From an optimization exercise on the open Yosys and OpenROAD flow, aimed at small area, a short achievable clock period and few clock cycles per item; shortcuts taken in it are not production practice.
Only simulation tests tie the RTL to the original design; equivalence was not proved.
Power figures rest on the tool's default switching activity, not on a simulated workload.

## flow/design.v (module list and top-level ports; edited modules follow where they fit)
// module meas_stream: 8544 lines
module meas_stream (
  input  wire        clk,
  input  wire        rst_n,
  input  wire        in_valid,
  output wire        in_ready,
  input  wire        in_cfg,
  input  wire [31:0] in_word,
  input  wire [3:0]  cfg_rank_win,
  input  wire [3:0]  cfg_rank,
  input  wire [2:0]  cfg_resp,
  input  wire [23:0] cfg_offset,
  input  wire [31:0] cfg_gain,
  output reg         out_valid,
  output reg  [31:0] out_value,
  output reg         out_sat,
  output reg         err_valid,
  output reg         err_fault
);
  // ...
==> flow/flow/run.sh <==
#!/bin/bash
# Standard ORFS layout (the standard.sh: standard synthesis, floorplan,
# placement, CTS, routing, finish), with the timing repair steps asked to
# aim for a setup slack well above the 15 ns constraint so that they work
# on the design's real critical paths. The clock period and the SDC are
# unchanged. Every tool's output goes to make_*.log in this folder.
set -euo pipefail
MARGIN=${MARGIN:-10.4}
bash standard.sh SETUP_SLACK_MARGIN=$MARGIN finish > make_finish.log 2>&1
==> flow/standard.sh <==
#!/bin/bash
# synth_recipe.tcl (not shown) runs the flow's synth.tcl, then flattens the netlist and writes it again
# the make line also repeats each setting of config.mk as NAME=value (left out here)
make -C /OpenROAD-flow-scripts/flow DESIGN_CONFIG=/design/flow/config.mk WORK_HOME=/design/flow/orfs CLKGATE_MAP_FILE= SYNTH_SCRIPT=/design/flow/synth_recipe.tcl "${@:-finish}"
==> flow/config.mk <==
export PLATFORM = sky130hd
export DESIGN_NAME = meas_stream
export DESIGN_NICKNAME = meas_stream
export VERILOG_FILES = /design/flow/design.v
export SDC_FILE = /design/flow/constraint.sdc
export NUM_CORES = 4
export LEC_CHECK = 0
export CAP_MARGIN = 20
export CORE_MARGIN = 2
export CORE_UTILIZATION = 40
export SLEW_MARGIN = 20
export SYNTH_MEMORY_MAX_BITS = 65536
==> flow/constraint.sdc <==
create_clock -name core_clock -period 15.0 [get_ports {clk}]
set_input_delay 3.0000 -clock core_clock [delete_from_list [all_inputs] [get_ports {clk}]]
set_output_delay 3.0000 -clock core_clock [all_outputs]
set_load 0.01 [all_outputs]
==> implementation parameters, run 1 <==
Parameter                              Value

Placement
  Cell count after placement ... 19,900
  Placer Congestion ... 0.986

Logic synthesis
  Number of warnings printed during yosys synthesis ... 5
  Fraction of registers with async set/reset ... 0%
  Area share of the leading cell type in the synthesized netlist ... 34.4%
  Synth Area in XOR/XNOR ... 7.60%

Floorplan
  I/O pin count ... 140
  Initial Util ... 40.1%
  Horizontal extent of the die ... 672 microns
  Placeable core area ... 445,000 sq um
  Die boundary height ... 672 microns
  Number of tap instances ... 5,928

Clocking
  Source-to-sink clock delay at the later pin of the worst-skew pair ... 1000 ps
  Hold-fix buffer count after cts ... 0
  Clock Tree Root ... clkbuf_16

Final layout
  Regs by FF count ... hist (1536), fh5 (265), win (216)
  Number of clock buffers in the layout ... 436
  Clock-cell share of area ... 5.88%
  Post-route cell area ... 199,000 sq um
  Number of signal-net buffers in the layout ... 444
  Number of combinational gates with multiple inputs ... 8,844
  Proportion of final cell area spent on non-clock buffers ... 2.04%
  Share of cell area taken by multi-input logic gates ... 43.9%
  Register area ... 82,000 sq um

STA
  Worst slew margin ... 14.0%

Outcome
  Status ... no timing/DRC/antenna violations

Worst setup path
  Critical Path Max Stage Delay ... 850 ps
  Critical register-to-register path endpoint ... fh5[184]$_DFF_P_
  Category of the critical setup timing path ... register to register
  Signal arrival time at the worst endpoint ... 5450 ps

Routing
  Metal-1 WL ... 230,000 microns
  Violation count after the first detailed-route iteration ... 16,600

Power and ir drop
  Power share of the clock group ... 27.3%
  Power, Total ... 31.9 mW
  Net switching power ... 11.8 mW
  Leakage power summed over all cells ... 73.4 nW
  Sequential group power ... 11.1 mW
  Clock group power ... 8.70 mW

Hold path
  Hold Startpoint ... sm5$_DFF_P_
  Depth of the worst hold-timing path ... 0
Testbench counts, summed over its fixed seeds: cycles 29,088, items 28,800.
==> run 2: changes to the inputs <==
==> flow/run.sh (new file) <==
#!/bin/bash
# synth_recipe.tcl (not shown) runs the flow's synth.tcl, then flattens the netlist and writes it again
# the make line also repeats each setting of config.mk as NAME=value (left out here)
make -C /OpenROAD-flow-scripts/flow DESIGN_CONFIG=/design/flow/config.mk WORK_HOME=/design/flow/orfs CLKGATE_MAP_FILE= SYNTH_SCRIPT=/design/flow/synth_recipe.tcl finish
removed: flow/flow/run.sh
removed: flow/standard.sh
==> implementation parameters, run 2 <==
Parameter                              Value

Worst setup path
  Signal arrival time at the worst endpoint ... 5930 ps (+480 ps)
  Critical Path Max Stage Delay ... 730 ps (-120 ps)
  Depth of the worst register-to-register path ... 17
  Startpoint Class ... register
  Dominant cell type by count on the critical path ... o21ai_0
  Top fanout value on the critical path ... 52
  CP endpoint kind ... register
  Cell type of the slowest stage on the worst timing path ... buf_4
  Critical path cell sequence ... buf_4 -> buf_4 -> a22oi_1 -> nand3_1 -> nor2_1 -> nand2_1 -> ha_1 -> nand2_1 -> o21ai_0 -> o21a_1 -> o21ai_0 -> a21oi_1 -> a22oi_1 -> a2111oi_0 -> a211o_1 -> o41ai_1 -> o21ai_0
  CP Data Required Time ... 15,840 ps
  Category of the critical setup timing path ... register to register

Logic synthesis
  Cell types with the largest area share after synthesis ... edfxtp_1 (34%), fa_1 (17%), dfxtp_1 (11%)
  Most frequent cell after synthesis ... edfxtp_1
  Number of library cell types mapped by synthesis ... 101
  Number of warnings printed during yosys synthesis ... 5 (unchanged)
  Number of register bits inferred by synthesis ... 3,061
  Net count after synthesis ... 16,900
  Fraction of registers with async set/reset ... 0% (unchanged)
  Sequential element share of the synthesized area ... 45.7%
  Area share of the leading cell type in the synthesized netlist ... 34.4% (unchanged)
  Gate count after technology mapping ... 14,600
  Per-instance average area after synthesis ... 12.2 sq um
  Post-synthesis cell type with the largest combined area ... edfxtp_1
  Top_reg_cell synth ... edfxtp_1
  Combined area of all synthesized cells ... 179,000 sq um
  Most numerous cell types in the synthesized netlist ... edfxtp_1 (2,044), a22oi_1 (1,721), inv_1 (1,649)
  Post-synth EDFFs ... 2,044

Final layout
  Layout overhead on the synthesized area ... 10.6%
  Commonest non-fill, non-tap cells in the layout ... edfxtp_1 (2,044), a22oi_1 (1,721), inv_1 (1,645), fa_1 (1,479), xnor2_1 (907)
  End-of-flow core utilization ... 44.4%
  Leading cell type in the layout, fill and taps excluded ... edfxtp_1
  Number of flip-flops in the largest register ... 1,536
  Register with the highest flop count ... hist
  Nets ... 16,600
  Share of final-layout standard cells stronger than drive strength 1 ... 7.45%
  Regs by FF count ... hist (1536), fh5 (265), win (216)

Floorplan
  Initial Util ... 40.1% (unchanged)
  Full die area ... 452,000 sq um
  I/O pin count ... 140 (unchanged)
  Horizontal extent of the die ... 672 microns (unchanged)
  Placeable core area ... 445,000 sq um (unchanged)
  Count of standard-cell rows ... 245
  Die boundary height ... 672 microns (unchanged)

STA
  Minimum period implied by the final worst setup slack ... 5090 ps
  Final count of negative-setup-slack endpoints ... 0
  Final cycle utilization of the critical path ... 34.0%
  Actual transition at the worst max-transition pin ... 1290 ps
  Worst slew margin ... 13.7% (-0.28 points)
  Number of max-slew violations in the final report ... 0
  Peak clock frequency supported by timing ... 0.196 GHz
  Skew final ... 111 ps
  RSZ-0062 raised after global routing ... false
  Setup TNS ... 0 ps
  Post-route worst setup slack ... 9910 ps
  Count of endpoints failing hold in the final timing report ... 0

Global routing
  First-pass GRT wire length ... 853,000 microns
  Maximum number of pins on one net before global-route repair ... 165
  Residual overflow from global routing ... 0
  Antenna violations before repair ... 28
  Overall global routing resource usage ... 25.5%
  Via count of the first global-routing pass ... 122,000

Routing
  TritonRoute pass-1 iters ... 9
  Wire per inst ... 28.6 microns
  Post-DR vias/cell ... 5.88
  Violation count after the first detailed-route iteration ... 16,400 (-1.1%)
  Final Routed Wirelength ... 588,000 microns
  Number of routed nets with antenna violations ... 0
  Via Count ... 121,000
  Drc violations ... 0

Power and ir drop
  Peak VDD IR ... 230 uV
  Power, Total ... 31.8 mW (-0.26%)
  Power per cell area ... 161 nW/um^2
  Leakage power summed over all cells ... 73.0 nW (-0.49%)

Clocking
  Hold-fix buffer count after cts ... 0 (unchanged)
  Clock tree sinks ... 3,061
  Source-to-sink clock delay at the later pin of the worst-skew pair ... 990 ps (about the same)
  Clock buffers created by TritonCTS ... 341
  Post_cts resized ... 0
  Clock Tree Root ... clkbuf_16
  H-Tree Level Count ... 5
  Post CTS Setup Buffer Count ... 0
  TritonCTS clock tree ... done
  Clock transition at the registers of the reported paths ... 70 ps
  Clock Path Buffers ... 4

Run
  Max_cap viols ... 0

Placement
  Detailed placement HPWL ... 406,000 microns
  Count of input and output buffers ... 139
  Placer Congestion ... 0.986 (unchanged)
  Setup slack after placement ... 10,080 ps

Hold path
  Depth of the worst hold-timing path ... 0 (unchanged)
  Class of the worst hold path ... register to register

Outcome
  Status ... no timing/DRC/antenna violations
==> run 2: cell counts after synthesis <==
No cell type changed its count.
==> run 2: worst max-delay path: cells and delay by family (launching register included) <==
family / cells / cell delay [ps]
AO/OA/AOI/OAI: 10 / 2470
buffers and inverters: 2 / 1240
flip-flops: 1 / 430
AND/OR/NAND/NOR: 4 / 350
adder cells (fa/ha/maj): 1 / 280
==> run 2: final cells by class <==
class	count	area (sq um)
fill	40700	248000
multi-input combinational	8844	86800
sequential	3061	82000
clock buffer	436	9430
tap	5928	7420
inverter	1660	6240
timing repair buffer	413	3460
clock inverter	196	2250
antenna	6	15.0
==> run 2: routing by layer <==
| layer | vias up | part of all wire, % | track usage, % |
|---|---|---|---|
| li1 | 50700 | - | - |
| met1 | 60400 | 39 | 33.4 |
| met2 | 7667 | 44 | 39.3 |
| met3 | 1977 | 11 | 6.23 |
| met4 | 24 | 6.0 | 12.9 |
| met5 | - | 0.040 | 0.170 |
==> run 2: power by group <==
part           internal, mW  leakage (nW)  switching, mW
Sequential             10.1          25.8          0.933
Clock                  5.09          5.69           3.61
Combinational          4.91          41.5           7.15
==> run 2: final timing paths <==
| check | start | end | slack [ps] |
|---|---|---|---|
| worst max-delay path | s3_b9$_DFF_P_ | pre4_1[24]$_DFF_P_ | 9910 |
| worst min-delay path | sm5$_DFF_P_ | sm6$_DFF_P_ | 320 |
| worst max register to register | s3_b9$_DFF_P_ | pre4_1[24]$_DFF_P_ | 9910 |
| worst min register to register | sm5$_DFF_P_ | sm6$_DFF_P_ | 320 |
==> run 2: stage by stage <==
stage / hold WS (ps) / instance area [sq um] / cells
floorplan: 310 / 179000 / 14600
global placement: 311 / 186000 / 19900
detailed placement: 312 / 186000 / 19900
CTS: 320 / 198000 / 20500
global route: 330 / 198000 / 20500
finish: 324 / 198000 / 20500
==> run 2: cell families (layout without fill, tap and decap cells) <==
| group | count (synthesis) | in the layout | share of synthesized area, % |
|---|---|---|---|
| AOI/OAI and AO/OA | 3148 | 3148 | 13.1 |
| xor gates and xnor gates | 1547 | 1547 | 7.60 |
| adders and majority gates | 2188 | 2188 | 21.5 |
| buffers and inverters | 2744 | 2705 | 5.78 |
| DFF | 3061 | 3061 | 45.7 |
| muxes | 171 | 171 | 1.01 |
| other | 0 | 6 | 0 |
| and+or+nand+nor | 1790 | 1790 | 5.22 |

-- port drivers added, routing unchanged --
In the flow no input, the clock included, has a driving cell. The finished layouts below were timed again as built, in two steps.
Step 1 assumes that a clkbuf_16 drives the clock port and a buf_2 every other input.
Step 2 adds t to the input delays and takes it off the output delays; t is the mean of the earliest and latest rising clock arrival at the registers after step 1. Input paths then give back, and output paths get back, about the clock's delay inside the block.
Three values: ideal ports, drivers, drivers and shift; two values: the first two.
run	t, ns	setup slack, ns	pins driven straight from the clock port
run 1	1.060	10.327 / 10.299 / 10.327	1
run 2	1.058	9.907 / 9.876 / 9.907	1
After both steps setup and hold are still met in every run listed.
